What follows belongs to an exercise in optimizing a design on an open flow for small area and a short achievable clock period; a production flow would make more cautious choices.
Where RTL was checked, it was by simulation tests only, not by an equivalence proof against the original.

==> inputs of job 1363 <==
## ocosh_mdu
module ocosh_mdu (
    input  wire        clk,
    input  wire        rst,
    input  wire        start,
    input  wire [4:0]  op,
    input  wire [31:0] a,
    input  wire [31:0] b,
    input  wire        ct,
    output wire        ready,
    output reg         done,
    output wire [31:0] result,
    output wire        dv,
    output wire        sat
);
clock: 11.0 ns
lec_check: 0
abc_area: 1
cap_margin: 20
core_margin: 2
core_utilization: 40
slew_margin: 20
standard.sh (not shown) runs the stock make flow with config.mk's settings and CLKGATE_MAP_FILE= SYNTH_SCRIPT=/design/flow/synth_recipe.tcl, a recipe that flattens the netlist after the stock synthesis.
==> flow/flow/run.sh <==
#!/bin/bash
# Standard layout (the standard.sh, unchanged synthesis), with the port
# buffers made from sky130_fd_sc_hd__buf_4 instead of the cell buffer_ports
# picks by itself.
set -euo pipefail
export BUFFER_PORTS_ARGS="-buffer_cell sky130_fd_sc_hd__buf_4"
bash standard.sh > standard.log 2>&1
==> job 5197 (differences from job 1363) <==
--- a/flow/design.v
+++ b/flow/design.v
@@ -12,11 +12,14 @@
     output wire        dv,
     output wire        sat
 );
     reg  [4:0]  cnt;     
     reg  [3:0]  sm1;     
-    reg  [6:0]  dd;      
+    reg  [5:0]  la;      
+    reg  [5:0]  lb;      
+    reg         ca;      
+    reg         cb;      
     reg         sact;    
     reg         nrm;     
     reg         o_mul;   
     reg         o_q;     
     reg         o_lo;    
@@ -229,11 +232,11 @@
     endfunction
     wire        pa = &(a[31:1] | ~a[30:0]);
     wire        pb = &(b[31:1] | ~b[30:0]);
     wire [5:0]  len_a = bitlen(a ^ {32{i_an}});
     wire [5:0]  len_b = bitlen(b ^ {32{i_bn}});
-    wire [6:0]  d_diff = dd;
+    wire [6:0]  d_diff = {1'b0, la} + {6'h0, ca} - {1'b0, lb} - {6'h0, cb};
     wire        d_zero = (b == 32'h0);
     wire        d_ovf  = i_ds & (a == 32'h8000_0000) & (b == 32'hFFFF_FFFF);
     wire        d_dv   = d_zero | d_ovf;
     wire        d_triv = dvf | d_diff[6];
     wire [4:0]  d_steps = d_diff[5:1] + 5'd1;        
@@ -1303,11 +1306,14 @@
         end
     end
     always @(posedge clk) begin
         rup  <= accept & h_shr & r_up;
         satr <= accept & i_help & hs_sat;
-        dd   <= {1'b0, len_a} + {6'h0, i_an & pa} - {1'b0, len_b} - {6'h0, i_bn & pb};
+        la   <= len_a;
+        lb   <= len_b;
+        ca   <= i_an & pa;
+        cb   <= i_bn & pb;
         bn   <= i_bn;
         dquo <= ~op[1];
         ssgn <= a[31];
         ssth <= h_sat;
     end
--- a/flow/config.mk
+++ b/flow/config.mk
@@ -6,7 +6,8 @@
 export NUM_CORES = 4
 export LEC_CHECK = 0
 export ABC_AREA = 1
 export CAP_MARGIN = 20
 export CORE_MARGIN = 2
-export CORE_UTILIZATION = 40
+export CORE_UTILIZATION = 32
+export PLACE_DENSITY = 0.48
 export SLEW_MARGIN = 20
==> job 6463 (differences from job 1363) <==
--- a/flow/design.v
+++ b/flow/design.v
@@ -12,11 +12,14 @@
     output wire        dv,
     output wire        sat
 );
     reg  [4:0]  cnt;     
     reg  [3:0]  sm1;     
-    reg  [6:0]  dd;      
+    reg  [5:0]  la;      
+    reg  [5:0]  lb;      
+    reg         ca;      
+    reg         cb;      
     reg         sact;    
     reg         nrm;     
     reg         o_mul;   
     reg         o_q;     
     reg         o_lo;    
@@ -46,13 +49,13 @@
     wire i_bs   = ~op[1];                  
     wire i_as   = ~(op[1] & ~op[0]);       
     wire i_ds   = i_div & ~op[0];          
     wire i_an   = i_ds & a[31];
     wire i_bn   = i_ds & b[31];
-    wire [31:0] adx = nrm ? (rb ^ {32{bn}}) : a;
-    wire [31:0] ady = (b ^ {32{op[0]}}) & {32{~nrm}};
-    wire        adc = nrm ? bn : op[0];
+    wire [31:0] adx = op[3] ? (b ^ {32{i_bn}}) : a;
+    wire [31:0] ady = (b ^ {32{op[0]}}) & {32{~op[3]}};
+    wire        adc = op[3] ? i_bn : op[0];
     wire [31:0] ad_a = adx;
     wire [31:0] ad_b = ady;
     wire ad_ci = adc;
     wire [31:0] ad_p = ad_a ^ ad_b;
     wire [31:0] ad_g = ad_a & ad_b;
@@ -190,11 +193,11 @@
     wire [31:0] ad = ad_p ^ ad_c;
     wire ad_co = ad_G_129;
     wire        ad_ov = (adx[31] == ady[31]) & (ad[31] != adx[31]);
     wire [4:0]  s    = b[4:0];
     wire        s_nz = (s != 5'd0);
-    wire [31:0] sf_hi  = nrm ? ad : ((h_shr & s_nz) ? {32{a[31]}} : a);
+    wire [31:0] sf_hi  = nrm ? rb : ((h_shr & s_nz) ? {32{a[31]}} : a);
     wire [31:0] sf_lo  = (h_shr & ~nrm) ? a : 32'h0;
     wire [4:0]  sf_amt = nrm ? (d_diff[4:0] | 5'd1) : (h_shr ? (5'd0 - s) : s);
     wire [64:0] sf4 = sf_amt[4] ? {1'b0, sf_hi[15:0], sf_lo, 16'h0} : {1'b0, sf_hi, sf_lo};
     wire [64:0] sf3 = sf_amt[3] ? {sf4[56:0], 8'h0} : sf4;
     wire [64:0] sf2 = sf_amt[2] ? {sf3[60:0], 4'h0} : sf3;
@@ -229,11 +232,11 @@
     endfunction
     wire        pa = &(a[31:1] | ~a[30:0]);
     wire        pb = &(b[31:1] | ~b[30:0]);
     wire [5:0]  len_a = bitlen(a ^ {32{i_an}});
     wire [5:0]  len_b = bitlen(b ^ {32{i_bn}});
-    wire [6:0]  d_diff = dd;
+    wire [6:0]  d_diff = {1'b0, la} + {6'h0, ca} - {1'b0, lb} - {6'h0, cb};
     wire        d_zero = (b == 32'h0);
     wire        d_ovf  = i_ds & (a == 32'h8000_0000) & (b == 32'hFFFF_FFFF);
     wire        d_dv   = d_zero | d_ovf;
     wire        d_triv = dvf | d_diff[6];
     wire [4:0]  d_steps = d_diff[5:1] + 5'd1;        
@@ -245,21 +248,27 @@
                        bs1 ? {b[7:0], 24'h0} :
                        bs2 ? {b[15:0], 16'h0} :
                        bs3 ? {b[23:0], 8'h0} : b;
     wire        m_as = i_mul & i_as & a[31];
     wire        acc_pre = i_mul & op[1] & b_al[31];
-    wire [8:0]  bb = {rb[31:24], rb[23]};
-    wire [3:0]  bone, btwo, bneg;
+    wire [8:0]  bb = accept ? b_al[31:23] : rb[23:15];
+    wire [3:0]  bone_d, btwo_d, bneg_d;
+    reg  [3:0]  bone, btwo, bneg;
+    always @(posedge clk) begin
+        bone <= bone_d;
+        btwo <= btwo_d;
+        bneg <= bneg_d;
+    end
     wire [33:0] a34 = {ra[32], ra};
     generate
         for (gi = 0; gi < 4; gi = gi + 1) begin : g_booth
             wire b2 = bb[2 * gi + 2];
             wire b1 = bb[2 * gi + 1];
             wire b0 = bb[2 * gi];
-            assign bone[gi] = b1 ^ b0;
-            assign btwo[gi] = (b2 & ~b1 & ~b0) | (~b2 & b1 & b0);
-            assign bneg[gi] = b2;
+            assign bone_d[gi] = b1 ^ b0;
+            assign btwo_d[gi] = (b2 & ~b1 & ~b0) | (~b2 & b1 & b0);
+            assign bneg_d[gi] = b2;
         end
     endgenerate
     wire [33:0] px0 = (({34{bone[0]}} & a34) | ({34{btwo[0]}} & {a34[32:0], 1'b0})) ^ {34{bneg[0]}};
     wire [33:0] px1 = (({34{bone[1]}} & a34) | ({34{btwo[1]}} & {a34[32:0], 1'b0})) ^ {34{bneg[1]}};
     wire [33:0] px2 = (({34{bone[2]}} & a34) | ({34{btwo[2]}} & {a34[32:0], 1'b0})) ^ {34{bneg[2]}};
@@ -1303,40 +1312,50 @@
         end
     end
     always @(posedge clk) begin
         rup  <= accept & h_shr & r_up;
         satr <= accept & i_help & hs_sat;
-        dd   <= {1'b0, len_a} + {6'h0, i_an & pa} - {1'b0, len_b} - {6'h0, i_bn & pb};
+        la   <= len_a;
+        lb   <= len_b;
+        ca   <= i_an & pa;
+        cb   <= i_bn & pb;
         bn   <= i_bn;
         dquo <= ~op[1];
         ssgn <= a[31];
         ssth <= h_sat;
     end
     always @(posedge clk) begin
         if (accept) begin
             o_mul <= i_mul;
             o_q   <= i_mul & op[4];
             o_lo  <= i_mul & (op[1:0] == 2'b00) & ~op[4];
-            ra    <= {m_as, a};
-            rb    <= i_mul ? b_al : b;
             neg   <= i_an;       
             dvf   <= i_div & d_dv;
-            ph    <= ph_in;
-            pl    <= acc_pre ? a : 32'h0;
-        end else begin
+        end else if (nrm) begin
+            neg <= dquo ? (neg ^ bn) : neg;
+            o_lo <= dquo ^ dvf;
+        end
+    end
+    always @(posedge clk) begin
+        if (accept)
+            rb <= i_mul ? b_al : ad;         
+        else
             rb <= {rb[23:0], 8'h0};
-            if (nrm) begin
-                ra <= shf;
-                ph <= osum;
-                neg <= dquo ? (neg ^ bn) : neg;
-                o_lo <= dquo ^ dvf;
-            end else if (div_step) begin
-                ra <= {2'b0, ra[32:2]};
-                ph <= dr2;
-                pl <= {pl[29:0], dq1, dq2};
-            end else if (mul_step) begin
-                ph <= acc_next[63:32];
-                pl <= acc_next[31:0];
-            end
+    end
+    always @(posedge clk) begin
+        if (mul_step) begin
+            ph <= acc_next[63:32];
+            pl <= acc_next[31:0];
+        end else if (div_step) begin
+            ra <= {2'b0, ra[32:2]};
+            ph <= dr2;
+            pl <= {pl[29:0], dq1, dq2};
+        end else if (accept) begin
+            ra <= {m_as, a};
+            ph <= ph_in;
+            pl <= acc_pre ? a : 32'h0;
+        end else if (nrm) begin
+            ra <= shf;
+            ph <= osum;
         end
     end
 endmodule
==> summary of the runs <==
- Job 1363 passed the timing, design-rule and antenna checks. Job 5197 passed the timing, design-rule and antenna checks. Job 6463 ran to the end with no violations.
- The highest register-to-register slack belongs to job 5197, the lowest to job 1363.
- Of job 1363 and job 5197, job 5197 has the higher final area (gap 2.0%, measured against job 5197).
- The lowest global-route usage belongs to job 5197, the highest to job 6463.
- Of job 1363 and job 5197, job 5197 has the higher sequential share of layout area (gap 0.22 points).
- Setup slack: job 5197 > job 6463 > job 1363.
- In job 1363 the non-clock buffer count is lower than in job 6463, by 12.
- The lowest fmax belongs to job 1363, the highest to job 5197.
- Of job 5197 and job 6463, job 5197 has the higher die area (gap 24%, measured against job 6463).
- Against job 6463, the via count of job 1363 is lower by about 1.1%.
==> figures <==
item	job 5197	job 1363	job 6463
WL met3	12910 microns	13720 microns	17850 microns
Result of the run	no timing/DRC/antenna violations	no timing/DRC/antenna violations	no timing/DRC/antenna violations
ANT cells	4	0	2
Buffer count excluding the clock tree in the final layout	161	162	174
Placed Instance Area	31830 sq um	31120 sq um	31590 sq um
Worst slew slack as a fraction of its limit	24.65%	20.18%	11.27%
Final-layout fill cell count	10.55k	7887	7974
Clock buffer and inverter area fraction after layout	1.821%	1.953%	1.994%
Routed WL per cell	26.40 microns	25.97 microns	26.48 microns
Clock insertion delay at the later pin of the skew report	0.51 ns	0.51 ns	0.52 ns
Via density	5.672	6.112	6.127
Initial antenna violation count	3	2	8
Post-route cell area	32430 sq um	31770 sq um	32250 sq um
Clk_skew	0.01321 ns	0.02535 ns	0.01843 ns
Slack of the worst reg-to-reg path	3.30 ns	1.95 ns	2.96 ns
Xor/xnor share of the synthesized area	10.24%	10.82%	10.91%
Maximum cell stage delay along the critical path	0.57 ns	0.60 ns	0.51 ns
Required time of the worst setup path	11.27 ns	11.24 ns	11.39 ns
Final Critical Period	7.700 ns	9.055 ns	8.039 ns
Met2 WL	67900 microns	61520 microns	59010 microns
No functional check of the RTL was part of job 1363 and job 6463.

-- static timing again, ports no longer ideal --
In the flow no input, the clock included, has a driving cell. The finished layouts below were timed again as built, in two steps.
Step 1, drivers: a clkbuf_16 drives clk and a buf_2 each remaining input, both assumed.
Step 2, shift: input delay + t, output delay - t, t = (earliest + latest rising clock arrival at the registers) / 2. This alone moves slack from input paths to output paths.
Slacks: no drivers / after step 1 / after step 2; pairs: no drivers / after step 1.
| run | t, ns | setup WS [ns] | worst register clock-pin slew, ns | cell pins on the clock port's net |
|---|---|---|---|---|
| job 1363 | 0.558 | 1.945 / 1.945 / 1.945 | 0.09 / 0.09 | 1 |
| job 5197 | 0.571 | 3.300 / 3.300 / 2.778 | 0.08 / 0.08 | 1 |
| job 6463 | 0.576 | 2.961 / 2.961 / 2.510 | 0.09 / 0.09 | 1 |
After both steps every run listed still meets setup and hold. The setup slack of job 5197, which loses most, moves by 0.000 ns with the drivers and by -0.522 ns with both steps.
